Source: an optimization exercise on an open RTL-to-GDS flow (aim: small area, a short achievable clock period and few clock cycles per item). Production flows keep margins and buffers that such runs may drop.
No run shown here included a check of the RTL's function; only the layout flow was run.
Power figures rest on the tool's default switching activity, not on a simulated workload.

<file path="flow/run.sh">
#!/bin/bash
# The standard layout (standard.sh), with the ports buffered by the smallest buffer
# (sky130_fd_sc_hd__buf_1) instead of the one buffer_ports picks by default.
set -euo pipefail
export BUFFER_PORTS_ARGS="-buffer_cell sky130_fd_sc_hd__buf_1"
bash standard.sh > standard.log 2>&1
</file>
<file path="standard.sh">
#!/bin/bash
# synth_recipe.tcl (not shown) runs the flow's synth.tcl, then flattens the netlist and writes it again
# the make line also repeats each setting of config.mk as NAME=value (left out here)
make -C /OpenROAD-flow-scripts/flow DESIGN_CONFIG=/design/flow/config.mk WORK_HOME=/design/flow/orfs CLKGATE_MAP_FILE= SYNTH_SCRIPT=/design/flow/synth_recipe.tcl "${@:-finish}"
</file>
<file path="config.mk">
export PLATFORM = sky130hd
export DESIGN_NAME = kf_tss_check
export DESIGN_NICKNAME = kf_tss_check
export VERILOG_FILES = /design/flow/design.v
export SDC_FILE = /design/flow/constraint.sdc
export NUM_CORES = 4
export LEC_CHECK = 0
export CAP_MARGIN = 20
export CORE_MARGIN = 2
export CORE_UTILIZATION = 40
export PLACE_DENSITY = 0.6
export SLEW_MARGIN = 20
export SYNTH_HIERARCHICAL = 1
export SYNTH_MINIMUM_KEEP_SIZE = 0
</file>
<file path="constraint.sdc">
create_clock -name core_clock -period 7.0 [get_ports {clk}]
set_input_delay 1.4000 -clock core_clock [delete_from_list [all_inputs] [get_ports {clk}]]
set_output_delay 1.4000 -clock core_clock [all_outputs]
set_load 0.01 [all_outputs]
</file>
<file path="design.v">
module kf_tss_check (
    input  wire         clk,
    input  wire         rst,
    input  wire         in_valid,
    output wire         in_ready,
    input  wire         in_seq_stopped,
    input  wire         in_pin_owned,
    input  wire [31:0]  in_period,
    input  wire [319:0] in_entry,
    output wire         out_valid,
    output wire [15:0]  out_status,
    output wire [3:0]   out_field
);
    assign in_ready = 1'b1;
    wire [31:0] off  [0:7];
    wire [15:0] slot [0:3];
    genvar g;
    generate
        for (g = 0; g < 8; g = g + 1) begin : g_off
            assign off[g] = in_entry[32*g +: 32];
        end
        for (g = 0; g < 4; g = g + 1) begin : g_slot
            assign slot[g] = in_entry[256 + 16*g +: 16];
        end
    endgenerate
    integer i, k;
    reg [1:0] pre;
    always @(*) begin
        if (!in_seq_stopped)        pre = 2'd1;
        else if (!in_pin_owned)     pre = 2'd2;
        else if (in_period == 32'd0) pre = 2'd3;
        else                        pre = 2'd0;
    end
    reg [3:0] slot_bad;
    always @(*) begin
        for (i = 0; i < 4; i = i + 1) begin
            slot_bad[i] = 1'b0;
            for (k = 0; k < 6; k = k + 1)
                if (slot[i][2*k +: 2] == 2'b11)
                    slot_bad[i] = 1'b1;
            if (slot[i][15:14] == 2'b11)
                slot_bad[i] = 1'b1;
            if (slot[i][13:12] == 2'b00 && slot[i][15:14] != 2'b00)
                slot_bad[i] = 1'b1;
        end
    end
    reg [5:0] fire [0:3];
    reg [3:0] stb2;
    always @(*) begin
        for (i = 0; i < 4; i = i + 1) begin
            for (k = 0; k < 6; k = k + 1)
                fire[i][k] = slot[i][2*k +: 2] != 2'b00;
            stb2[i] = slot[i][15:14] == 2'b01 || slot[i][15:14] == 2'b10;
        end
    end
    reg [7:0] used;
    always @(*) begin
        for (k = 0; k < 6; k = k + 1)
            used[k] = fire[0][k] | fire[1][k] | fire[2][k] | fire[3][k];
        used[6] = 1'b1;
        used[7] = |stb2;
    end
    wire [7:0] ge;
    generate
        for (g = 0; g < 8; g = g + 1) begin : g_ge
            kf_tss_ge u_ge (.a(off[g]), .b(in_period), .y(ge[g]));
        end
    endgenerate
    reg [7:0] c6v;
    always @(*)
        for (k = 0; k < 8; k = k + 1)
            c6v[k] = used[k] && ge[k];
    wire far10, far20, far21, far30, far31, far32, far54, far76;
    kf_tss_far10 u_far10 (.a(off[1]), .b(off[0]), .y(far10));
    kf_tss_far10 u_far20 (.a(off[2]), .b(off[0]), .y(far20));
    kf_tss_far10 u_far21 (.a(off[2]), .b(off[1]), .y(far21));
    kf_tss_far10 u_far30 (.a(off[3]), .b(off[0]), .y(far30));
    kf_tss_far10 u_far31 (.a(off[3]), .b(off[1]), .y(far31));
    kf_tss_far10 u_far32 (.a(off[3]), .b(off[2]), .y(far32));
    kf_tss_far11 u_far54 (.a(off[5]), .b(off[4]), .y(far54));
    kf_tss_far10 u_far76 (.a(off[7]), .b(off[6]), .y(far76));
    wire near10 = !far10;
    wire near20 = !far20;
    wire near21 = !far21;
    wire near30 = !far30;
    wire near31 = !far31;
    wire near32 = !far32;
    wire near54 = !far54;
    wire near76 = !far76;
    reg [2:0] c7v [0:3];
    always @(*) begin
        for (i = 0; i < 4; i = i + 1) begin
            c7v[i][0] = fire[i][1] & fire[i][0] & near10;
            c7v[i][1] = fire[i][2] & (fire[i][1] ? near21 : fire[i][0] & near20);
            c7v[i][2] = fire[i][3] & (fire[i][2] ? near32 :
                                      fire[i][1] ? near31 : fire[i][0] & near30);
        end
    end
    wire c8 = ((fire[0][4] & fire[0][5]) | (fire[1][4] & fire[1][5]) |
               (fire[2][4] & fire[2][5]) | (fire[3][4] & fire[3][5])) & near54;
    wire c9 = used[7] & near76;
    reg        s_valid;
    reg [1:0]  s_pre;
    reg [3:0]  s_bad;
    reg [7:0]  s_c6;
    reg [2:0]  s_c7 [0:3];
    reg        s_c8, s_c9;
    always @(posedge clk) begin
        s_valid <= in_valid & ~rst;
        s_pre   <= pre;
        s_bad   <= slot_bad;
        s_c6    <= c6v;
        for (i = 0; i < 4; i = i + 1)
            s_c7[i] <= c7v[i];
        s_c8    <= c8;
        s_c9    <= c9;
    end
    localparam [15:0] ST_OK                 = 16'h0000;
    localparam [15:0] ST_SLOT_CODE          = 16'h0106;
    localparam [15:0] ST_EDGE_BEYOND_PERIOD = 16'h0107;
    localparam [15:0] ST_EDGE_SPACING       = 16'h0108;
    localparam [15:0] ST_STROBE_ORDER       = 16'h0109;
    localparam [15:0] ST_SEQ_STATE          = 16'h0200;
    localparam [15:0] ST_PIN_UNASSIGNED     = 16'h0201;
    localparam [15:0] ST_PERIOD_EMPTY       = 16'h0202;
    localparam [3:0]  F_NONE                = 4'd15;
    reg       c5_fail;
    reg [1:0] c5_slot;
    always @(*) begin
        c5_fail = 1'b0;
        c5_slot = 2'd0;
        for (i = 3; i >= 0; i = i - 1)
            if (s_bad[i]) begin
                c5_fail = 1'b1;
                c5_slot = i[1:0];
            end
    end
    reg       c6_fail;
    reg [2:0] c6_off;
    always @(*) begin
        c6_fail = 1'b0;
        c6_off  = 3'd0;
        for (k = 7; k >= 0; k = k - 1)
            if (s_c6[k]) begin
                c6_fail = 1'b1;
                c6_off  = k[2:0];
            end
    end
    reg       c7_fail;
    reg [1:0] c7_off;
    always @(*) begin
        c7_fail = 1'b0;
        c7_off  = 2'd0;
        for (i = 3; i >= 0; i = i - 1)
            if (s_c7[i] != 3'd0) begin
                c7_fail = 1'b1;
                c7_off  = s_c7[i][0] ? 2'd1 : s_c7[i][1] ? 2'd2 : 2'd3;
            end
    end
    reg [15:0] status;
    reg [3:0]  field;
    always @(*) begin
        if (s_pre == 2'd1) begin
            status = ST_SEQ_STATE;          field = F_NONE;
        end else if (s_pre == 2'd2) begin
            status = ST_PIN_UNASSIGNED;     field = F_NONE;
        end else if (s_pre == 2'd3) begin
            status = ST_PERIOD_EMPTY;       field = F_NONE;
        end else if (c5_fail) begin
            status = ST_SLOT_CODE;          field = {2'b10, c5_slot};
        end else if (c6_fail) begin
            status = ST_EDGE_BEYOND_PERIOD; field = {1'b0, c6_off};
        end else if (c7_fail) begin
            status = ST_EDGE_SPACING;       field = {2'b00, c7_off};
        end else if (s_c8) begin
            status = ST_EDGE_SPACING;       field = 4'd5;
        end else if (s_c9) begin
            status = ST_STROBE_ORDER;       field = 4'd7;
        end else begin
            status = ST_OK;                 field = F_NONE;
        end
    end
    reg       o_valid;
    reg [5:0] o_status;    
    reg [3:0] o_field;
    always @(posedge clk) begin
        o_valid  <= s_valid & ~rst;
        o_status <= {status[9:8], status[3:0]};
        o_field  <= field;
    end
    assign out_valid  = o_valid;
    assign out_status = {6'd0, o_status[5:4], 4'd0, o_status[3:0]};
    assign out_field  = o_field;
endmodule
module kf_tss_ge (
    input  wire [31:0] a,
    input  wire [31:0] b,
    output wire        y
);
    reg [31:0] G, P;
    integer s, j;
    always @(*) begin
        G = a & ~b;
        P = a | ~b;
        G[0] = P[0];
        for (s = 1; s < 32; s = s * 2)
            for (j = 0; j < 32; j = j + 2 * s) begin
                G[j] = G[j+s] | (P[j+s] & G[j]);
                P[j] = P[j+s] & P[j];
            end
    end
    assign y = G[0];
endmodule
module kf_tss_far10 (
    input  wire [31:0] a,
    input  wire [31:0] b,
    output wire        y
);
    reg [32:0] S, V, G, P;
    integer s, j;
    always @(*) begin
        for (j = 0; j < 33; j = j + 1) begin
            if (j == 32)    S[j] = 1'b0;
            else if (j < 10) S[j] = ~(a[j] ^ b[j]);
            else            S[j] = a[j] ^ b[j];
            if (j == 0)          V[j] = 1'b1;
            else if (j - 1 < 10)  V[j] = a[j-1] & ~b[j-1];
            else                 V[j] = a[j-1] | ~b[j-1];
        end
        G = S & V;
        P = S | V;
        for (s = 1; s < 33; s = s * 2)
            for (j = 0; j + s < 33; j = j + 2 * s) begin
                G[j] = G[j+s] | (P[j+s] & G[j]);
                P[j] = P[j+s] & P[j];
            end
    end
    assign y = G[0];
endmodule
module kf_tss_far11 (
    input  wire [31:0] a,
    input  wire [31:0] b,
    output wire        y
);
    reg [32:0] S, V, G, P;
    integer s, j;
    always @(*) begin
        for (j = 0; j < 33; j = j + 1) begin
            if (j == 32)    S[j] = 1'b0;
            else if (j < 11) S[j] = ~(a[j] ^ b[j]);
            else            S[j] = a[j] ^ b[j];
            if (j == 0)          V[j] = 1'b1;
            else if (j - 1 < 11)  V[j] = a[j-1] & ~b[j-1];
            else                 V[j] = a[j-1] | ~b[j-1];
        end
        G = S & V;
        P = S | V;
        for (s = 1; s < 33; s = s * 2)
            for (j = 0; j + s < 33; j = j + 2 * s) begin
                G[j] = G[j+s] | (P[j+s] & G[j]);
                P[j] = P[j+s] & P[j];
            end
    end
    assign y = G[0];
endmodule
</file>
==> parameters.txt, run 1 <==
Parameter                              Value

Run status
  Run status  timing/DRC/antenna clean

Place
  Routability cong.    0.952
  Placed Instances    about 2900
  Half-perimeter wire length of the detailed placement result    50000 um
  Number of buffers added on ports    367

Timing
  Total count of hold-check failures in the final report    0
  Period utilisation layout    55.3%
  Highest achievable clock rate    0.258 GHz
  Final total negative setup slack    0 ps
  Final Max Slew Viols    0
  Setup-violating endpoint count in the final report    0
  Slew at the pin closest to its max-slew limit    1010 ps
  RSZ-0062 raised after global routing    no
  WHS    between 400 and 500 ps
  Final setup skew    7.32 ps
  Worst max-slew margin expressed relative to the limit    33.0%
  Minimum clock period after layout    just under 4000 ps

Pwr
  Sum of internal, switching and leakage power    1690 uW
  Worst supply voltage drop on vdd    0.000100 V
  Power Dens Cells    101 nW/um^2
  P_leak    0.00816 uW

Global route
  Via count of the first global-routing pass    16328
  Largest net degree at the start of global routing    26
  Global-route congestion overflow total    0
  First-pass GRT wire length    86900 um
  Number of antenna violations at the first check in global routing    10
  Tot GR Track Use    28.6%

Clock network
  Number of levels in the clock H-tree    2
  Clock transition at the registers of the reported paths    60 ps
  Worst-skew pair later-pin latency    300 ps
  Setup Fix Bufs, Post-CTS    0
  Number of gates given a new drive strength after cts    0
  Clock sink count    40
  Cell chosen for the clock root    clkbuf_16
  CTS Buffer Depth    2
  Total clock buffers created by CTS    5
  # hold bufs at CTS    0
  TritonCTS clock tree    done

Worst hold path
  Worst hold path cell count    1
  Worst hold path class    reg -> reg

Critical path
  Category of the worst setup path launch point    input port
  Classification of the worst setup path    in -> reg
  Biggest fanout along the worst timing path    5
  Arrival time of the worst setup path    4060 ps
  Required time of the critical path    7190 ps
  Critical Path Sink Type    flop
  Worst reg-to-reg path cell count    4

Die
  Die height    195 um
  Die X    ~190 um
  Standard-cell rows    69
  Area of the die    37900 um^2
  Floorplan core area    35700 um^2
  Initial cell density of the core    slightly above 40%
  Total I/O pin count    379

Final layout
  Syn-to-layout area delta    14.5%
  Finished Layout Cells    2941
  Final-stage net count    3101
  Share of layout cells above drive strength 1    4.00%
  Layout filler cell count    about 3800
  Multi-input gate area    11800 um^2
  Total area of sequential cells    ~800 um^2

Routing
  DRC marker count from the first detailed-route iteration    1230
  DRT Wirelength    56500 um
  Vias after detailed routing    17154
  DRC errors left    0
  Routed vias/inst    ~5.8
  Detailed-routing iteration count for the pre-antenna-repair pass    7
  Final ANT Viol Nets    0
  Average detailed-routed wire length per instance    19.2 um

Logic synthesis
  Yosys synthesis warning count    16
  Top FF cell, synth    dfxtp_1
  Proportion of register bits with asynchronous set or reset after synthesis    0%
  Synth cell types    65
  Mean cell area of the mapped netlist    about 6.9 um^2
  Count of state elements after synthesis    40
  Cell count after synthesis    2100
  Count of flip-flops with a built-in enable after synthesis    0
  Cell area after synthesis    14600 um^2
  Sequential fraction of the synthesis area    5.50%

Job
  Maximum capacitance violations    0
==> layout by cell type, fill, tap and decap left out, types with 25 or more instances in the layout <==
cell type / instances
inv_1: 465
buf_1: 367
ha_1: 268
nand2_1: 186
o22ai_1: 94
a21oi_1: 79
nor2_1: 77
nand2b_1: 73
nand3_1: 59
o21ai_0: 56
maj3_1: 55
a222oi_1: 54
a22oi_1: 46
dfxtp_1: 40
a221oi_1: 39
nor2b_1: 36
o31ai_1: 33
nor4_1: 32
o2111ai_1: 30
o211ai_1: 25
==> flip-flops by register name, summed over array words and instances, names as in the netlist <==
register / count
o_field: 4
s_valid: 1
o_status: 6
o_valid: 1
s_bad: 4
s_c9: 1
s_c8: 1
s_pre: 2
s_c6: 8
s_c7: 12
==> per-module statistics from Yosys (local to each module, per instance) <==
module	flops+latches	area (um^2)	cells inside	copies in the design
kf_tss_check	40	2100	232	1
kf_tss_far10	0	970	138	7
kf_tss_far11	0	937	126	1
kf_tss_ge	0	591	97	8
==> cell type report <==
type                            instances  area share [%]
Antenna cell                            3          0.0450
Clock buffer                            5           0.751
Clock inverter                          3           0.285
Inverter                              513            11.6
Multi-Input combinational cell       1545            70.6
Sequential cell                        40            4.80
Tap cell                              461            3.46
Timing Repair Buffer                  371            8.44
==> metrics by stage <==
step           instance area [um^2]  worst slack, ps  util (%)
3_5_place_dp                  16500             2910      46.1
6_report                      16700             3130      46.6
4_1_cts                       16700             3200      46.6
5_1_grt                       16700             3000      46.6
2_1_floorplan                 14600             3840         -
3_3_place_gp                  16500             2910      46.1
==> routing by layer <==
metal | track usage [%] | vias to the layer above | wire (um)
li1 | - | 8479 | -
met1 | 35.8 | 7938 | 24100
met5 | 0 | - | 92
met3 | 5.14 | 116 | 4110
met4 | 7.92 | 14 | 1510
met2 | 50.3 | 607 | 26700
==> power by group <==
part | leakage, uW | internal [uW] | switching (uW)
Combinational | 0.00774 | 459 | 674
Sequential | 0.000333 | 254 | 28.9
Clock | 0.0000840 | 169 | 101
Total | 0.00816 | 883 | 803
==> cell families after synthesis <==
family / synth area share [%]
other: 0.0516
DFF: 5.50
buffers and inverters: 13.9
AOI/OAI and AO/OA: 31.2
adders and majority gates: 28.7
and+or+nand+nor: 20.7
==> synthesized netlist by cell type, types with 25 or more instances <==
library cell	instances	area, um^2
a22oi_1	46	345
dfxtp_1	40	801
nand2_1	186	698
o21ai_0	56	280
a221oi_1	39	342
o211ai_1	25	188
inv_1	465	1750
nand3_1	59	295
nand2b_1	73	457
maj3_1	55	551
nor2b_1	36	225
o22ai_1	94	588
nor2_1	77	289
ha_1	268	3350
o2111ai_1	30	263
a222oi_1	54	541
a21oi_1	79	395
o31ai_1	33	248
nor4_1	32	200
==> worst paths after layout <==
kind	startpoint	endpoint	slack [ps]
max	in_entry[117]	s_c7[0][2]	3130
min	s_valid	o_valid	450
max reg2reg	s_c6[2]	o_field[0]	5310
min reg2reg	s_valid	o_valid	450
==> worst max-delay path: stages <==
cell	delay (ps)
buf_1	230
inv_1	80
ha_1	310
a222oi_1	450
nand3_1	150
nor3_1	490
o311ai_1	280
nand4b_1	340
o221ai_1	180
o211a_1	150
==> inputs of run 2 (changes only) <==
--- a/config.mk
+++ b/config.mk
@@ -9,6 +9,7 @@
 export CORE_MARGIN = 2
 export CORE_UTILIZATION = 40
 export PLACE_DENSITY = 0.6
+export SETUP_SLACK_MARGIN = 3.5
 export SLEW_MARGIN = 20
 export SYNTH_HIERARCHICAL = 1
 export SYNTH_MINIMUM_KEEP_SIZE = 0
==> run 2 against run 1 <==
  * Non-clock buffer count increased by 15
  * Sequential cell count unchanged
  * Utilization increased by 1.0 points
  * Critical path type unchanged
==> parameters.txt, run 2 <==
Parameter                              Value

Final layout
  Share of layout cells above drive strength 1    7.30% (+3.3 points)
  Flip-flop count of the largest register after layout    12 (unchanged)
  Layout filler cell count    3830 (-0.26%)
  Final-stage net count    3116 (+0.48%)
  Most frequent cells in the layout    465 x inv_1, 322 x buf_1, 265 x ha_1
  Most common library cell in the layout ignoring fill and taps    inv_1
  Reg with most FFs    s_c7
  Finished Layout Cells    2955 (+0.48%)
  Largest registers    s_c7 (12), s_c6 (8), o_status (6)
  Syn-to-layout area delta    17.1%
  Final Instance Area    17000 um^2 (+2.2%)

Clock network
  TritonCTS clock tree    done
  Number of levels in the clock H-tree    2 (unchanged)
  Clock sink count    40 (unchanged)
  Worst-skew pair later-pin latency    290 ps (about the same)
  CTS Buffer Depth    2 (unchanged)
  # hold bufs at CTS    0 (unchanged)
  Cell chosen for the clock root    clkbuf_16
  Total clock buffers created by CTS    5 (unchanged)
  Clock transition at the registers of the reported paths    60 ps (about the same)

Logic synthesis
  Cells taking the most area after synthesis    ha_1 23%, inv_1 12%, dfxtp_1 5.5%
  Proportion of register bits with asynchronous set or reset after synthesis    0% (unchanged)
  Ranking of synthesized cells by instance count    465 x inv_1, 268 x ha_1, 186 x nand2_1
  Mean cell area of the mapped netlist    6.93 um^2 (unchanged)
  Count of state elements after synthesis    40 (unchanged)
  Share of the synthesized area in the top cell type    23.0% (unchanged)
  Top FF cell, synth    dfxtp_1
  Count of flip-flops with a built-in enable after synthesis    0 (unchanged)
  Cell count after synthesis    2100 (unchanged)
  Cell area after synthesis    14600 um^2 (unchanged)
  Sequential fraction of the synthesis area    5.50% (unchanged)
  Synth cell types    65 (unchanged)
  Yosys synthesis warning count    16 (unchanged)
  Cell accounting for the most synthesized area    ha_1
  Cell with the most instances after synthesis    inv_1

Routing
  Average detailed-routed wire length per instance    19.2 um (+0.16%)
  Vias after detailed routing    17266 (+0.65%)
  Final ANT Viol Nets    0 (unchanged)
  Routed vias/inst    5.84 (+0.18%)
  DRC errors left    0 (unchanged)
  Detailed-routing iteration count for the pre-antenna-repair pass    9 (+2)
  DRT Wirelength    56900 um (+0.63%)
  DRC marker count from the first detailed-route iteration    1203 (-2.2%)

Critical path
  Required time of the critical path    7170 ps (-20 ps)
  Worst setup path start    in_entry[83]
  Biggest fanout along the worst timing path    4 (-1)
  Highest-delay cell along the critical path    a222oi_1
  Capture point of the critical path    s_c7[0][1]
  Reg-to-reg startpoint    s_c6[2]
  Critical Path Sink Type    flop
  Classification of the worst setup path    in -> reg
  Kind of cell adding the most delay to the critical path    compound AO/OA/AOI/OAI gates
  Category of the worst setup path launch point    input port
  Worst reg2reg setup slack    5320 ps (about the same)
  Worst reg-to-reg path cell count    4 (unchanged)
  Destination of the worst register-to-register timing path    o_field[0]
  Buffering stage count on the worst path with inverters included    3 (+1)
  Critical path cell sequence    clkbuf_2 -> inv_1 -> ha_1 -> a222oi_1 -> a22oi_1 -> maj3_2 -> a21oi_1 -> nand4b_1 -> buf_4 -> o22a_1 -> nor2_1
  Maximum cell stage delay along the critical path    470 ps (-20 ps)
  Crit. path cell count    11 (+1)
  Arrival time of the worst setup path    3630 ps (-430 ps)

Pwr
  NetSw    822 uW (+2.4%)
  Worst supply voltage drop on vdd    0.000100 V (about the same)
  Clock network fraction of total power    15.6% (-0.4 points)
  Switching fraction of total power    47.5% (-0.12 points)
  Logic pwr share    68.1% (+0.9 points)
  Internal portion of total power    908 uW (+2.9%)
  P_leak    0.00837 uW (+2.6%)
  Register share of total power    16.4% (-0.4 points)
  Power Dens Cells    102 nW/um^2 (+0.41%)
  Sum of internal, switching and leakage power    1730 uW (+2.6%)

Timing
  Final total negative setup slack    0 ps (unchanged)
  Total count of hold-check failures in the final report    0 (unchanged)
  Period utilisation layout    49.4% (-5.9 points)
  Highest achievable clock rate    0.289 GHz (+12%)
  Slew at the pin closest to its max-slew limit    1040 ps (+36.4 ps)
  Final Max Slew Viols    0 (unchanged)
  RSZ-0062 raised after global routing    no
  Final setup skew    7.58 ps (+0.250 ps)
  Minimum clock period after layout    3460 ps (-413 ps)
  Worst max-slew margin expressed relative to the limit    29.6% (-3.3 points)
  Setup-violating endpoint count in the final report    0 (unchanged)

Place
  Half-perimeter wire length of the detailed placement result    50000 um (unchanged)
  Placed Instances    2930 (unchanged)
  Standard cell area after detailed placement    16500 um^2 (unchanged)
  Number of buffers added on ports    367 (unchanged)
  Routability cong.    0.952 (unchanged)

Die
  Floorplan core area    35700 um^2 (unchanged)
  Die X    195 um (unchanged)
  Standard-cell rows    69 (unchanged)
  Total I/O pin count    379 (unchanged)
  Initial cell density of the core    40.7% (unchanged)
  Area of the die    37900 um^2 (unchanged)
  Die height    195 um (unchanged)

Global route
  Tot GR Track Use    28.8% (+0.12 points)
  Global-route congestion overflow total    0 (unchanged)
  Via count of the first global-routing pass    16411 (+0.51%)
  Largest net degree at the start of global routing    26 (unchanged)
  First-pass GRT wire length    87300 um (+0.48%)
  Number of antenna violations at the first check in global routing    10 (unchanged)

Job
  Maximum capacitance violations    0 (unchanged)

Worst hold path
  Worst hold path class    reg -> reg

Run status
  Run status  timing/DRC/antenna clean
## run 2: cell types whose count changed in the layout (fill, tap and decap cells not counted), sizes merged
cell and delta:
clkdlybuf4s15 +2, diode -1, clkbuf +39, buf -26
## run 2: cell families (layout without fill, tap and decap cells)
logic type,count (synthesis),in the layout,synth area share [%]
other,2,13,0.0516
buffers and inverters,524,907,13.9
DFF,40,40,5.50
and+or+nand+nor,573,573,20.7
adders and majority gates,347,347,28.7
AOI/OAI and AO/OA,614,614,31.2
## run 2: metal layers
layer  wire [um]  up-vias  track usage [%]
met4        1490       14             7.92
met1       24000     8037             35.8
li1            -     8513                -
met3        4320      108             5.29
met2       26900      594             50.6
met5          92        -                0
## run 2: worst min-delay path by stage
stage               startpoint       to  slack, ps  cells past startpoint
floorplan              s_valid  o_valid        410                      1
global placement       s_valid  o_valid        420                      1
detailed placement     s_valid  o_valid        430                      1
CTS                    s_valid  o_valid        450                      1
global route           s_valid  o_valid        470                      1
finish                 s_valid  o_valid        450                      1
## run 2: per-module statistics from Yosys (local to each module, per instance)
module	times used	cell area, um^2
kf_tss_check	1	2100
kf_tss_ge	8	591
kf_tss_far11	1	937
kf_tss_far10	7	970
## run 2: metrics by stage
stage	hold slack, ps	worst slack (ps)	utilization, %
2_1_floorplan	414	3840	-
3_3_place_gp	419	2910	46.1
3_5_place_dp	434	2910	46.1
4_1_cts	453	3500	46.9
5_1_grt	466	3480	47.7
6_report	451	3540	47.7
## run 2: final cells by class
| type | count | area (um^2) | area share (%) |
|---|---|---|---|
| diodes | 2 | 5.00 | 0.0294 |
| repair buffers | 386 | 1600 | 9.38 |
| inverters | 513 | 1940 | 11.4 |
| clock buffers | 5 | 125 | 0.734 |
| flip-flops and latches | 40 | 801 | 4.70 |
| clock inverters | 3 | 47.5 | 0.279 |
| well taps | 461 | 577 | 3.39 |
| multi-input cells | 1545 | 11900 | 70.1 |
## run 2: repair_timing
action                                 CTS  global route
buffers inserted                         5            10
endpoints found under the hold margin    0             0
pin swaps                                9            31
gates resized for setup                 13            69
setup endpoints to repair                9            16
## run 2: power groups by stage
stage          clock, uW  combinational [uW]  sequential [uW]
2_1_floorplan          0                 717              281
3_3_place_gp           0                1090              287
3_5_place_dp           0                1110              287
4_1_cts              270                1130              282
5_1_grt              279                1310              285
6_report             270                1180              283
==> inputs of run 3 (changes only) <==
--- a/design.v
+++ b/design.v
@@ -66,10 +66,6 @@
             kf_tss_ge u_ge (.a(off[g]), .b(in_period), .y(ge[g]));
         end
     endgenerate
-    reg [7:0] c6v;
-    always @(*)
-        for (k = 0; k < 8; k = k + 1)
-            c6v[k] = used[k] && ge[k];
     wire far10, far20, far21, far30, far31, far32, far54, far76;
     kf_tss_far10 u_far10 (.a(off[1]), .b(off[0]), .y(far10));
     kf_tss_far10 u_far20 (.a(off[2]), .b(off[0]), .y(far20));
@@ -79,42 +75,41 @@
     kf_tss_far10 u_far32 (.a(off[3]), .b(off[2]), .y(far32));
     kf_tss_far11 u_far54 (.a(off[5]), .b(off[4]), .y(far54));
     kf_tss_far10 u_far76 (.a(off[7]), .b(off[6]), .y(far76));
-    wire near10 = !far10;
-    wire near20 = !far20;
-    wire near21 = !far21;
-    wire near30 = !far30;
-    wire near31 = !far31;
-    wire near32 = !far32;
-    wire near54 = !far54;
-    wire near76 = !far76;
-    reg [2:0] c7v [0:3];
-    always @(*) begin
-        for (i = 0; i < 4; i = i + 1) begin
-            c7v[i][0] = fire[i][1] & fire[i][0] & near10;
-            c7v[i][1] = fire[i][2] & (fire[i][1] ? near21 : fire[i][0] & near20);
-            c7v[i][2] = fire[i][3] & (fire[i][2] ? near32 :
-                                      fire[i][1] ? near31 : fire[i][0] & near30);
-        end
-    end
-    wire c8 = ((fire[0][4] & fire[0][5]) | (fire[1][4] & fire[1][5]) |
-               (fire[2][4] & fire[2][5]) | (fire[3][4] & fire[3][5])) & near54;
-    wire c9 = used[7] & near76;
+    wire en2 = (fire[0][4] & fire[0][5]) | (fire[1][4] & fire[1][5]) |
+               (fire[2][4] & fire[2][5]) | (fire[3][4] & fire[3][5]);
     reg        s_valid;
     reg [1:0]  s_pre;
     reg [3:0]  s_bad;
-    reg [7:0]  s_c6;
-    reg [2:0]  s_c7 [0:3];
-    reg        s_c8, s_c9;
+    reg [7:0]  s_ge;
+    reg [5:0]  s_used_d;  
+    reg        s_used_s1;  
+    reg [7:0]  s_near;    
+    reg [3:0]  s_fire [0:3];
+    reg        s_en2;
     always @(posedge clk) begin
         s_valid <= in_valid & ~rst;
         s_pre   <= pre;
         s_bad   <= slot_bad;
-        s_c6    <= c6v;
+        s_ge    <= ge;
+        s_used_d  <= used[5:0];
+        s_used_s1 <= used[7];
+        s_near  <= ~{far76, far54, far32, far31, far30, far21, far20, far10};
         for (i = 0; i < 4; i = i + 1)
-            s_c7[i] <= c7v[i];
-        s_c8    <= c8;
-        s_c9    <= c9;
-    end
+            s_fire[i] <= fire[i][3:0];
+        s_en2   <= en2;
+    end
+    wire [7:0] s_c6 = {s_used_s1, 1'b1, s_used_d} & s_ge;    
+    reg [2:0] s_c7 [0:3];
+    always @(*) begin
+        for (i = 0; i < 4; i = i + 1) begin
+            s_c7[i][0] = s_fire[i][1] & s_fire[i][0] & s_near[0];
+            s_c7[i][1] = s_fire[i][2] & (s_fire[i][1] ? s_near[2] : s_fire[i][0] & s_near[1]);
+            s_c7[i][2] = s_fire[i][3] & (s_fire[i][2] ? s_near[5] :
+                                         s_fire[i][1] ? s_near[4] : s_fire[i][0] & s_near[3]);
+        end
+    end
+    wire s_c8 = s_en2 & s_near[6];
+    wire s_c9 = s_used_s1 & s_near[7];
     localparam [15:0] ST_OK                 = 16'h0000;
     localparam [15:0] ST_SLOT_CODE          = 16'h0106;
     localparam [15:0] ST_EDGE_BEYOND_PERIOD = 16'h0107;
@@ -216,19 +211,23 @@
     input  wire [31:0] b,
     output wire        y
 );
-    reg [32:0] S, V, G, P;
+    reg [32:0] S, G, P;
     integer s, j;
     always @(*) begin
-        for (j = 0; j < 33; j = j + 1) begin
-            if (j == 32)    S[j] = 1'b0;
+        for (j = 0; j < 33; j = j + 1)
+            if (j == 32)     S[j] = 1'b0;
             else if (j < 10) S[j] = ~(a[j] ^ b[j]);
-            else            S[j] = a[j] ^ b[j];
-            if (j == 0)          V[j] = 1'b1;
-            else if (j - 1 < 10)  V[j] = a[j-1] & ~b[j-1];
-            else                 V[j] = a[j-1] | ~b[j-1];
-        end
-        G = S & V;
-        P = S | V;
+            else             S[j] = a[j] ^ b[j];
+        G[0] = S[0];
+        P[0] = 1'b1;
+        for (j = 1; j < 33; j = j + 1)
+            if (j - 1 < 10) begin
+                G[j] = (S[j] & a[j-1]) & ~b[j-1];
+                P[j] = (S[j] | a[j-1]) & (S[j] | ~b[j-1]);
+            end else begin
+                G[j] = (S[j] & a[j-1]) | (S[j] & ~b[j-1]);
+                P[j] = (S[j] | a[j-1]) | ~b[j-1];
+            end
         for (s = 1; s < 33; s = s * 2)
             for (j = 0; j + s < 33; j = j + 2 * s) begin
                 G[j] = G[j+s] | (P[j+s] & G[j]);
@@ -242,19 +241,23 @@
     input  wire [31:0] b,
     output wire        y
 );
-    reg [32:0] S, V, G, P;
+    reg [32:0] S, G, P;
     integer s, j;
     always @(*) begin
-        for (j = 0; j < 33; j = j + 1) begin
-            if (j == 32)    S[j] = 1'b0;
+        for (j = 0; j < 33; j = j + 1)
+            if (j == 32)     S[j] = 1'b0;
             else if (j < 11) S[j] = ~(a[j] ^ b[j]);
-            else            S[j] = a[j] ^ b[j];
-            if (j == 0)          V[j] = 1'b1;
-            else if (j - 1 < 11)  V[j] = a[j-1] & ~b[j-1];
-            else                 V[j] = a[j-1] | ~b[j-1];
-        end
-        G = S & V;
-        P = S | V;
+            else             S[j] = a[j] ^ b[j];
+        G[0] = S[0];
+        P[0] = 1'b1;
+        for (j = 1; j < 33; j = j + 1)
+            if (j - 1 < 11) begin
+                G[j] = (S[j] & a[j-1]) & ~b[j-1];
+                P[j] = (S[j] | a[j-1]) & (S[j] | ~b[j-1]);
+            end else begin
+                G[j] = (S[j] & a[j-1]) | (S[j] & ~b[j-1]);
+                P[j] = (S[j] | a[j-1]) | ~b[j-1];
+            end
         for (s = 1; s < 33; s = s * 2)
             for (j = 0; j + s < 33; j = j + 2 * s) begin
                 G[j] = G[j+s] | (P[j+s] & G[j]);
--- a/config.mk
+++ b/config.mk
@@ -7,9 +7,9 @@
 export LEC_CHECK = 0
 export CAP_MARGIN = 20
 export CORE_MARGIN = 2
-export CORE_UTILIZATION = 40
-export PLACE_DENSITY = 0.6
-export SETUP_SLACK_MARGIN = 3.5
+export CORE_UTILIZATION = 60
+export PLACE_DENSITY = 0.7
+export SETUP_SLACK_MARGIN = 4
 export SLEW_MARGIN = 20
 export SYNTH_HIERARCHICAL = 1
 export SYNTH_MINIMUM_KEEP_SIZE = 0
==> run 3 against run 2 <==
  * Cell area grew 4.5%
  * Clock power grew 94%
  * Sequential power grew 39%
  * Clock skew grew 2.2 ps
  * Worst hold slack lost 5.5 ps
  * Largest cell class unchanged
  * Sequential cell count grew 18
  * Combinational power shrank 8%
  * Routed wire length shrank 5.8%
  * Worst setup slack gained 490 ps
  * Non-clock buffer count shrank 6
==> parameters.txt, run 3 <==
Parameter                              Value

Timing
  Period utilisation layout    42.4% (-7.0 points)
  Minimum clock period after layout    2970 ps (-492 ps)
  Highest achievable clock rate    0.337 GHz (+17%)
  Final setup skew    9.76 ps (+2.18 ps)
  RSZ-0062 raised after global routing    yes
  Setup-violating endpoint count in the final report    0 (unchanged)
  Worst max-slew margin expressed relative to the limit    32.7% (+3.1 points)
  Final total negative setup slack    0 ps (unchanged)
  Total count of hold-check failures in the final report    0 (unchanged)
  Slew at the pin closest to its max-slew limit    1000 ps (-42.0 ps)
  Final Max Slew Viols    0 (unchanged)

Pwr
  P_leak    0.00720 uW (-14%)
  Worst supply voltage drop on vdd    0.000249 V (+150%)
  Power Dens Cells    112 nW/um^2 (+11%)

Global route
  Number of antenna violations at the first check in global routing    5 (-5)
  Largest net degree at the start of global routing    26 (unchanged)
  First-pass GRT wire length    82600 um (-5.3%)
  Via count of the first global-routing pass    16680 (+1.6%)
  Global-route congestion overflow total    0 (unchanged)
  Tot GR Track Use    37.3% (+8.5 points)

Final layout
  Layout filler cell count    2262 (-41%)
  Share of layout cells above drive strength 1    7.63% (+0.32 points)
  Most common library cell in the layout ignoring fill and taps    buf_1
  Syn-to-layout area delta    14.7%
  Total area of sequential cells    1160 um^2 (+45%)
  Most frequent cells in the layout    317 x buf_1, 292 x inv_1, 185 x nand2b_1
  Final-stage net count    3060 (-1.8%)
  Utilization after layout    70.3% (+23 points)
  Reg with most FFs    s_fire
  Flip-flop count of the largest register after layout    16 (+4)
  Final Instance Area    17800 um^2 (+4.5%)
  Multi-input gate area    13100 um^2 (+9.2%)
  Largest registers    s_fire (16), s_ge (8), s_near (8)

Clock network
  Number of levels in the clock H-tree    3 (+1)
  CTS Buffer Depth    2 (unchanged)
  Clock sink count    58 (+45%)
  Cell chosen for the clock root    clkbuf_16
  TritonCTS clock tree    done
  Total clock buffers created by CTS    9 (+4)
  Clock transition at the registers of the reported paths    50 ps (about the same)
  Worst-skew pair later-pin latency    340 ps (+50 ps)

Die
  Floorplan core area    25300 um^2 (-29%)
  Area of the die    27200 um^2 (-28%)
  Standard-cell rows    58 (-16%)
  Initial cell density of the core    61.3% (+21 points)
  Die height    165 um (-15%)
  Die X    165 um (-15%)
  Total I/O pin count    379 (unchanged)

Logic synthesis
  Synth cell types    83 (+28%)
  Cell count after synthesis    2295 (+9.3%)
  Share of the synthesized area in the top cell type    7.48% (-16 points)
  Cell area after synthesis    15500 um^2 (+6.7%)
  Top FF cell, synth    dfxtp_1
  Proportion of register bits with asynchronous set or reset after synthesis    0% (unchanged)
  Yosys synthesis warning count    16 (unchanged)
  Cell accounting for the most synthesized area    dfxtp_1
  Count of flip-flops with a built-in enable after synthesis    0 (unchanged)
  Cell with the most instances after synthesis    inv_1
  Ranking of synthesized cells by instance count    292 x inv_1, 185 x nand2b_1, 175 x nor2b_1
  Mean cell area of the mapped netlist    6.76 um^2 (-2.4%)
  Sequential fraction of the synthesis area    7.48% (+2.0 points)
  Count of state elements after synthesis    58 (+45%)
  Cells taking the most area after synthesis    dfxtp_1 7.5%, nand2b_1 7.5%, inv_1 7.1%

Critical path
  Biggest fanout along the worst timing path    9 (+5)
  Required time of the critical path    7280 ps (+110 ps)
  Maximum cell stage delay along the critical path    590 ps (+120 ps)
  Critical Path Sink Type    flop
  Arrival time of the worst setup path    3250 ps (-380 ps)
  Critical path cell sequence    buf_1 -> xor2_1 -> nor2_1 -> a2bb2oi_1 -> a21oi_1 -> o311ai_1 -> nand4_1 -> inv_1
  Category of the worst setup path launch point    input port
  Highest-delay cell along the critical path    o311ai_1
  Classification of the worst setup path    in -> reg

Routing
  Final ANT Viol Nets    0 (unchanged)
  Vias after detailed routing    18856 (+9.2%)
  Average detailed-routed wire length per instance    17.7 um (-7.9%)
  DRT Wirelength    53500 um (-5.8%)
  Routed vias/inst    6.24 (+6.9%)
  DRC marker count from the first detailed-route iteration    1849 (+54%)
  Detailed-routing iteration count for the pre-antenna-repair pass    6 (-3)
  DRC errors left    0 (unchanged)

Place
  Standard cell area after detailed placement    17300 um^2 (+4.9%)
  Number of buffers added on ports    367 (unchanged)
  Routability cong.    0.974 (+2.4%)
  Half-perimeter wire length of the detailed placement result    44200 um (-12%)

Job
  Maximum capacitance violations    0 (unchanged)

Worst hold path
  Worst hold path class    reg -> reg

Run status
  Run status  timing/DRC/antenna clean
==> run 3: changes by cell type after synthesis, sizes merged, moves of 19 or more <==
cell	previous run	this run
and2b	0	23
a222oi	54	30
o22a	20	1
nor2b	44	192
nand2	186	142
o22ai	95	62
nand3b	8	32
inv	481	308
xnor2	0	93
o21ai	60	130
xor2	0	65
nor3	21	44
nand2b	73	185
ha	268	20
==> run 3: repair_timing <==
action	in CTS	in global routing
buffers inserted	1	7
gates resized for setup	16	45
hold buffers	0	0
pin swaps	2	11
endpoints found under the setup margin	8	16
==> run 3: kinds of logic (layout without fill, tap and decap cells) <==
group,Yosys count,after routing,share of synthesized area [%]
compound gates,689,689,31.8
flops,58,58,7.48
xor+xnor,158,158,8.91
buf+inv,352,736,8.85
other cells,2,13,0.0484
simple gates,928,928,35.4
mux,9,9,0.588
fa+ha+maj,99,99,6.89
==> run 3: final timing paths <==
path	from	end	slack, ps	cells after the start
setup / recovery	in_entry[7]	s_near[0]	4030	8
setup reg to reg	s_ge[1]	o_field[0]	4910	5
hold reg to reg	s_valid	o_valid	450	1
hold / removal	s_valid	o_valid	450	1
==> run 3: power by group <==
| group | switching (uW) | internal (uW) | leakage, uW |
|---|---|---|---|
| Sequential | 35.1 | 358 | 0.000482 |
| Combinational | 646 | 438 | 0.00654 |
| Clock | 174 | 351 | 0.000171 |
| Total | 855 | 1150 | 0.00720 |
==> run 3: layout make-up <==
| cell class | count | area share [%] |
|---|---|---|
| Multi-Input combinational cell | 1894 | 73.3 |
| Timing Repair Buffer | 380 | 8.67 |
| Inverter | 340 | 7.22 |
| Sequential cell | 58 | 6.52 |
| Tap cell | 330 | 2.32 |
| Clock buffer | 9 | 1.26 |
| Clock inverter | 7 | 0.702 |
| Antenna cell | 2 | 0.0281 |
==> run 3: per-layer routing <==
layer | vias to the layer above | track usage (%) | part of all wire (%)
li1 | 9202 | - | -
met1 | 8598 | 47.4 | 42
met2 | 918 | 64.4 | 46
met3 | 132 | 6.10 | 8.9
met4 | 6 | 11.4 | 3.1
met5 | - | 0 | 0.080
==> run 3: worst max-delay path, delay by kind of cell <==
| family | cells | cell delay [ps] |
|---|---|---|
| AOI/OAI and AO/OA | 3 | 850 |
| buffers and inverters | 2 | 480 |
| xor gates and xnor gates | 1 | 250 |
| and+or+nand+nor | 2 | 250 |
==> run 3: stage by stage <==
stage	total power (uW)	worst slack (ps)	hold slack [ps]	instances
CTS	1970	3950	451	3011
global placement	1410	3400	428	2994
detailed placement	1440	3370	435	2994
global route	2130	3960	463	3018
finish	2000	4030	446	3020
floorplan	1040	4300	414	2304
==> run 3: per-module statistics from Yosys, one instance, submodules excluded <==
module	times used	cell area (um^2)	flops+latches
kf_tss_check	1	2550	58
kf_tss_far11	1	1030	0
kf_tss_far10	7	1030	0
kf_tss_ge	8	591	0
==> inputs of run 4 (changes only) <==
--- a/design.v
+++ b/design.v
@@ -60,21 +60,23 @@
         used[6] = 1'b1;
         used[7] = |stb2;
     end
+    wire [31:0] nperiod = ~in_period;
+    wire [31:0] noff0 = ~off[0], noff1 = ~off[1], noff2 = ~off[2], noff4 = ~off[4], noff6 = ~off[6];
     wire [7:0] ge;
     generate
         for (g = 0; g < 8; g = g + 1) begin : g_ge
-            kf_tss_ge u_ge (.a(off[g]), .b(in_period), .y(ge[g]));
+            kf_tss_ge u_ge (.a(off[g]), .nb(nperiod), .y(ge[g]));
         end
     endgenerate
     wire far10, far20, far21, far30, far31, far32, far54, far76;
-    kf_tss_far10 u_far10 (.a(off[1]), .b(off[0]), .y(far10));
-    kf_tss_far10 u_far20 (.a(off[2]), .b(off[0]), .y(far20));
-    kf_tss_far10 u_far21 (.a(off[2]), .b(off[1]), .y(far21));
-    kf_tss_far10 u_far30 (.a(off[3]), .b(off[0]), .y(far30));
-    kf_tss_far10 u_far31 (.a(off[3]), .b(off[1]), .y(far31));
-    kf_tss_far10 u_far32 (.a(off[3]), .b(off[2]), .y(far32));
-    kf_tss_far11 u_far54 (.a(off[5]), .b(off[4]), .y(far54));
-    kf_tss_far10 u_far76 (.a(off[7]), .b(off[6]), .y(far76));
+    kf_tss_far10 u_far10 (.a(off[1]), .nb(noff0), .y(far10));
+    kf_tss_far10 u_far20 (.a(off[2]), .nb(noff0), .y(far20));
+    kf_tss_far10 u_far21 (.a(off[2]), .nb(noff1), .y(far21));
+    kf_tss_far10 u_far30 (.a(off[3]), .nb(noff0), .y(far30));
+    kf_tss_far10 u_far31 (.a(off[3]), .nb(noff1), .y(far31));
+    kf_tss_far10 u_far32 (.a(off[3]), .nb(noff2), .y(far32));
+    kf_tss_far11 u_far54 (.a(off[5]), .nb(noff4), .y(far54));
+    kf_tss_far10 u_far76 (.a(off[7]), .nb(noff6), .y(far76));
     wire en2 = (fire[0][4] & fire[0][5]) | (fire[1][4] & fire[1][5]) |
                (fire[2][4] & fire[2][5]) | (fire[3][4] & fire[3][5]);
     reg        s_valid;
@@ -189,14 +191,14 @@
 endmodule
 module kf_tss_ge (
     input  wire [31:0] a,
-    input  wire [31:0] b,
+    input  wire [31:0] nb,
     output wire        y
 );
     reg [31:0] G, P;
     integer s, j;
     always @(*) begin
-        G = a & ~b;
-        P = a | ~b;
+        G = a & nb;
+        P = a | nb;
         G[0] = P[0];
         for (s = 1; s < 32; s = s * 2)
             for (j = 0; j < 32; j = j + 2 * s) begin
@@ -208,7 +210,7 @@
 endmodule
 module kf_tss_far10 (
     input  wire [31:0] a,
-    input  wire [31:0] b,
+    input  wire [31:0] nb,
     output wire        y
 );
     reg [32:0] S, G, P;
@@ -216,17 +218,17 @@
     always @(*) begin
         for (j = 0; j < 33; j = j + 1)
             if (j == 32)     S[j] = 1'b0;
-            else if (j < 10) S[j] = ~(a[j] ^ b[j]);
-            else             S[j] = a[j] ^ b[j];
+            else if (j < 10) S[j] = a[j] ^ nb[j];
+            else             S[j] = ~(a[j] ^ nb[j]);
         G[0] = S[0];
         P[0] = 1'b1;
         for (j = 1; j < 33; j = j + 1)
             if (j - 1 < 10) begin
-                G[j] = (S[j] & a[j-1]) & ~b[j-1];
-                P[j] = (S[j] | a[j-1]) & (S[j] | ~b[j-1]);
+                G[j] = (S[j] & a[j-1]) & nb[j-1];
+                P[j] = (S[j] | a[j-1]) & (S[j] | nb[j-1]);
             end else begin
-                G[j] = (S[j] & a[j-1]) | (S[j] & ~b[j-1]);
-                P[j] = (S[j] | a[j-1]) | ~b[j-1];
+                G[j] = (S[j] & a[j-1]) | (S[j] & nb[j-1]);
+                P[j] = (S[j] | a[j-1]) | nb[j-1];
             end
         for (s = 1; s < 33; s = s * 2)
             for (j = 0; j + s < 33; j = j + 2 * s) begin
@@ -238,7 +240,7 @@
 endmodule
 module kf_tss_far11 (
     input  wire [31:0] a,
-    input  wire [31:0] b,
+    input  wire [31:0] nb,
     output wire        y
 );
     reg [32:0] S, G, P;
@@ -246,17 +248,17 @@
     always @(*) begin
         for (j = 0; j < 33; j = j + 1)
             if (j == 32)     S[j] = 1'b0;
-            else if (j < 11) S[j] = ~(a[j] ^ b[j]);
-            else             S[j] = a[j] ^ b[j];
+            else if (j < 11) S[j] = a[j] ^ nb[j];
+            else             S[j] = ~(a[j] ^ nb[j]);
         G[0] = S[0];
         P[0] = 1'b1;
         for (j = 1; j < 33; j = j + 1)
             if (j - 1 < 11) begin
-                G[j] = (S[j] & a[j-1]) & ~b[j-1];
-                P[j] = (S[j] | a[j-1]) & (S[j] | ~b[j-1]);
+                G[j] = (S[j] & a[j-1]) & nb[j-1];
+                P[j] = (S[j] | a[j-1]) & (S[j] | nb[j-1]);
             end else begin
-                G[j] = (S[j] & a[j-1]) | (S[j] & ~b[j-1]);
-                P[j] = (S[j] | a[j-1]) | ~b[j-1];
+                G[j] = (S[j] & a[j-1]) | (S[j] & nb[j-1]);
+                P[j] = (S[j] | a[j-1]) | nb[j-1];
             end
         for (s = 1; s < 33; s = s * 2)
             for (j = 0; j + s < 33; j = j + 2 * s) begin
==> run 4 against run 3 <==
  * Worst setup slack lost 110 ps
  * Sequential share of layout area shrank 0.065 points
  * Worst hold slack lost 2.3 ps
  * Cell area grew 1.0%
  * Still clean
  * Fmax shrank 3.4%
==> parameters.txt, run 4 <==
Parameter                              Value

Critical path
  Worst reg2reg setup slack    4920 ps (about the same)
  Classification of the worst setup path    in -> reg
  Capture point of the critical path    s_ge[2]
  Worst setup path start    in_period[0]
  Arrival time of the worst setup path    3260 ps (about the same)
  Worst reg-to-reg path cell count    6 (+1)
  Reg-to-reg startpoint    s_near[5]
  Biggest fanout along the worst timing path    7 (-2)
  Destination of the worst register-to-register timing path    o_field[1]
  Category of the worst setup path launch point    input port
  Required time of the critical path    7190 ps (-90 ps)
  Critical Path Sink Type    flop

Pwr
  Register share of total power    18.0% (-1.7 points)
  P_leak    0.00708 uW (-1.7%)
  Logic pwr share    57.6% (+3.5 points)
  Power Dens Cells    120 nW/um^2 (+6.3%)
  Internal portion of total power    1180 uW (+3.2%)
  Sum of internal, switching and leakage power    2150 uW (+7.4%)
  Worst supply voltage drop on vdd    0.000129 V (-48%)
  Switching fraction of total power    44.9% (+2.3 points)
  NetSw    966 uW (+13%)
  Clock network fraction of total power    24.4% (-1.8 points)

Routing
  Final ANT Viol Nets    0 (unchanged)
  Routed vias/inst    6.77 (+8.4%)
  DRC marker count from the first detailed-route iteration    2868 (+55%)
  Detailed-routing iteration count for the pre-antenna-repair pass    11 (+5)
  DRT Wirelength    60000 um (+12%)
  DRC errors left    0 (unchanged)
  Average detailed-routed wire length per instance    19.9 um (+12%)
  Vias after detailed routing    20418 (+8.3%)

Clock network
  Worst-skew pair later-pin latency    330 ps (about the same)
  Number of levels in the clock H-tree    3 (unchanged)
  # hold bufs at CTS    0 (unchanged)
  Total clock buffers created by CTS    9 (unchanged)
  Clock sink count    58 (unchanged)
  CTS Buffer Depth    2 (unchanged)
  Cell chosen for the clock root    clkbuf_16
  Clock transition at the registers of the reported paths    60 ps (about the same)
  TritonCTS clock tree    done

Logic synthesis
  Count of flip-flops with a built-in enable after synthesis    0 (unchanged)
  Cell accounting for the most synthesized area    dfxtp_1
  Ranking of synthesized cells by instance count    287 x nor2_1, 242 x inv_1, 159 x a21oi_1
  Synth cell types    72 (-13%)
  Count of state elements after synthesis    58 (unchanged)
  Top FF cell, synth    dfxtp_1
  Sequential fraction of the synthesis area    8.18% (+0.70 points)
  Cell with the most instances after synthesis    nor2_1
  Cells taking the most area after synthesis    dfxtp_1 8.2%, nor2_1 7.6%, xor2_1 7.0%
  Cell area after synthesis    14200 um^2 (-8.6%)
  Share of the synthesized area in the top cell type    8.18% (+0.70 points)
  Mean cell area of the mapped netlist    6.42 um^2 (-5.2%)
  Yosys synthesis warning count    16 (unchanged)
  Proportion of register bits with asynchronous set or reset after synthesis    0% (unchanged)
  Cell count after synthesis    2212 (-3.6%)

Global route
  Via count of the first global-routing pass    17409 (+4.4%)
  Largest net degree at the start of global routing    25 (-3.8%)
  Global-route congestion overflow total    0 (unchanged)
  Tot GR Track Use    43.5% (+6.3 points)
  First-pass GRT wire length    87900 um (+6.3%)
  Number of antenna violations at the first check in global routing    6 (+1)

Place
  Placement Setup Slack    3280 ps (-89.4 ps)
  Routability cong.    1.02 (+5.0%)
  Half-perimeter wire length of the detailed placement result    45000 um (+1.9%)
  Number of buffers added on ports    367 (unchanged)

Timing
  WHS    444 ps (-2.31 ps)
  Highest achievable clock rate    0.326 GHz (-3.4%)
  Final total negative setup slack    0 ps (unchanged)
  Worst max-slew margin expressed relative to the limit    36.0% (+3.3 points)
  Setup-violating endpoint count in the final report    0 (unchanged)
  Final setup slack of the worst path    3930 ps (-105 ps)
  Final setup skew    5.54 ps (-4.21 ps)
  Final Max Slew Viols    0 (unchanged)
  RSZ-0062 raised after global routing    yes
  Minimum clock period after layout    3070 ps (+105 ps)
  Total count of hold-check failures in the final report    0 (unchanged)
  Period utilisation layout    43.9% (+1.5 points)
  Slew at the pin closest to its max-slew limit    951 ps (-49.1 ps)

Die
  Initial cell density of the core    60.8% (-0.48 points)
  Standard-cell rows    56 (-3.4%)
  Die height    158 um (-4.3%)
  Die X    158 um (-4.3%)
  Area of the die    24900 um^2 (-8.4%)
  Total I/O pin count    379 (unchanged)
  Floorplan core area    23300 um^2 (-7.9%)

Final layout
  Reg with most FFs    s_fire
  Largest registers    s_fire (16), s_ge (8), s_near (8)
  Share of layout cells above drive strength 1    16.0% (+8.4 points)
  Flip-flop count of the largest register after layout    16 (unchanged)
  Final-stage net count    3066 (+0.20%)
  Most frequent cells in the layout    286 x nor2_1, 261 x buf_1, 194 x inv_1
  Most common library cell in the layout ignoring fill and taps    nor2_1
  Syn-to-layout area delta    26.8%

Worst hold path
  Worst hold path class    reg -> reg

Job
  Maximum capacitance violations    0 (unchanged)

Run status
  Run status  timing/DRC/antenna clean
run 4: changes by cell type after synthesis, moves of 46 or more:
cell | previous run | this run
nor2b_1 | 175 | 3
xor2_1 | 65 | 113
nand2b_1 | 185 | 7
o211ai_1 | 17 | 63
nor2_1 | 77 | 287
a31oi_1 | 35 | 110
inv_1 | 292 | 242
a21oi_1 | 91 | 159
run 4: cells by family (layout without fill, tap and decap cells):
group | count (synthesis) | in the layout | share of synthesized area (%)
AOI/OAI and AO/OA | 892 | 892 | 42.6
xor gates and xnor gates | 185 | 185 | 11.4
adders and majority gates | 63 | 63 | 4.98
buffers and inverters | 254 | 727 | 7.01
DFF | 58 | 58 | 8.18
muxes | 8 | 8 | 0.564
other | 2 | 16 | 0.0529
and+or+nand+nor | 750 | 750 | 25.2
run 4: power by group through the flow:
| stage | Combinational (uW) | Sequential, uW | Clock, uW |
|---|---|---|---|
| after floorplan | 686 | 380 | 0 |
| after global placement | 1030 | 391 | 0 |
| after detailed placement | 1050 | 391 | 0 |
| after CTS | 1100 | 384 | 525 |
| after global routing | 1340 | 387 | 541 |
| final | 1240 | 387 | 525 |
run 4: how the worst min path moves through the flow:
stage	from	to	slack, ps	cells after the start
3_5_place_dp	s_valid	o_valid	440	1
2_1_floorplan	s_valid	o_valid	410	1
4_1_cts	s_valid	o_valid	450	1
3_3_place_gp	s_valid	o_valid	430	1
6_report	s_valid	o_valid	440	1
5_1_grt	s_valid	o_valid	480	1
run 4: per-layer routing:
layer  track usage, %  routed length [um]  part of all wire, %  up-vias
met5                0                  11                0.018        -
met4             24.0                4220                  7.0        2
met3             8.84                7410                   12      379
met2             71.0               26200                   44     1603
met1             53.5               22100                   37     9134
li1                 -                   -                    -     9300
run 4: per-stage QoR:
step,utilization [%],cells,instance area [um^2]
global route,77.1,3015,18000
floorplan,-,2221,14200
CTS,72.0,2947,16800
global placement,68.6,2907,16000
finish,77.1,3018,18000
detailed placement,68.6,2907,16000
run 4: modules after synthesis, one instance, submodules excluded:
module        cell area, um^2  cells  copies in the design  flip-flops and latches
kf_tss_ge                 452     79                     8                       0
kf_tss_check             3320    469                     1                      58
kf_tss_far10              903    137                     7                       0
kf_tss_far11              936    152                     1                       0
run 4: critical path, cell delays in order:
cell and delay [ps]:
clkbuf_2 130, clkinvlp_4 100, buf_4 170, o31ai_1 240, nand3_1 150, a211oi_1 240, a2111oi_0 130, o31ai_1 510
nand3_1 180
run 4: what timing repair did:
item / CTS / global route
buffers inserted: 20 / 62
hold endpoints to repair: 0 / 0
cloned: 4 / 4
pin swaps: 9 / 52
resized for setup: 95 / 225
endpoints found under the setup margin: 15 / 16
run 4: layout make-up:
type	instances	area [um^2]
Sequential cell	58	1160
Clock inverter	7	125
Tap cell	319	399
Antenna cell	5	12.5
Fill cell	1852	5340
Timing Repair inverter	8	57.6
Clock buffer	9	225
Inverter	243	1040
Multi-Input combinational cell	1909	12600
Timing Repair Buffer	460	2370

port drivers added, routing unchanged:
In the flow no input, the clock included, has a driving cell. The finished layouts below were timed again as built, in two steps. Step 1 (the two cells are an assumption about what drives the block):
set clk [get_ports {clk}]
set_driving_cell -lib_cell sky130_fd_sc_hd__clkbuf_16 $clk
set_driving_cell -lib_cell sky130_fd_sc_hd__buf_2 [delete_from_list [all_inputs] $clk]
Step 2 times the ports against the registers' clock, not the clock port: input delays grow and output delays shrink by t, the midpoint of the rising clock arrivals with the driver on. a / b / c = ideal / step 1 / step 2; a / b = the first two.
| run | t (ns) | setup WS [ns] | clock arrival spread, ns |
|---|---|---|---|
| run 1 | 0.331 | 3.129 / 3.095 / 2.764 | 0.007 / 0.008 |
| run 2 | 0.332 | 3.543 / 3.558 / 3.226 | 0.008 / 0.009 |
| run 3 | 0.370 | 4.034 / 4.035 / 3.665 | 0.010 / 0.010 |
| run 4 | 0.367 | 3.929 / 3.927 / 3.559 | 0.007 / 0.007 |
After both steps every run listed still meets setup and hold. For run 4, which loses most, drivers alone change the setup slack by -0.002 ns; drivers and shift together by -0.370 ns.
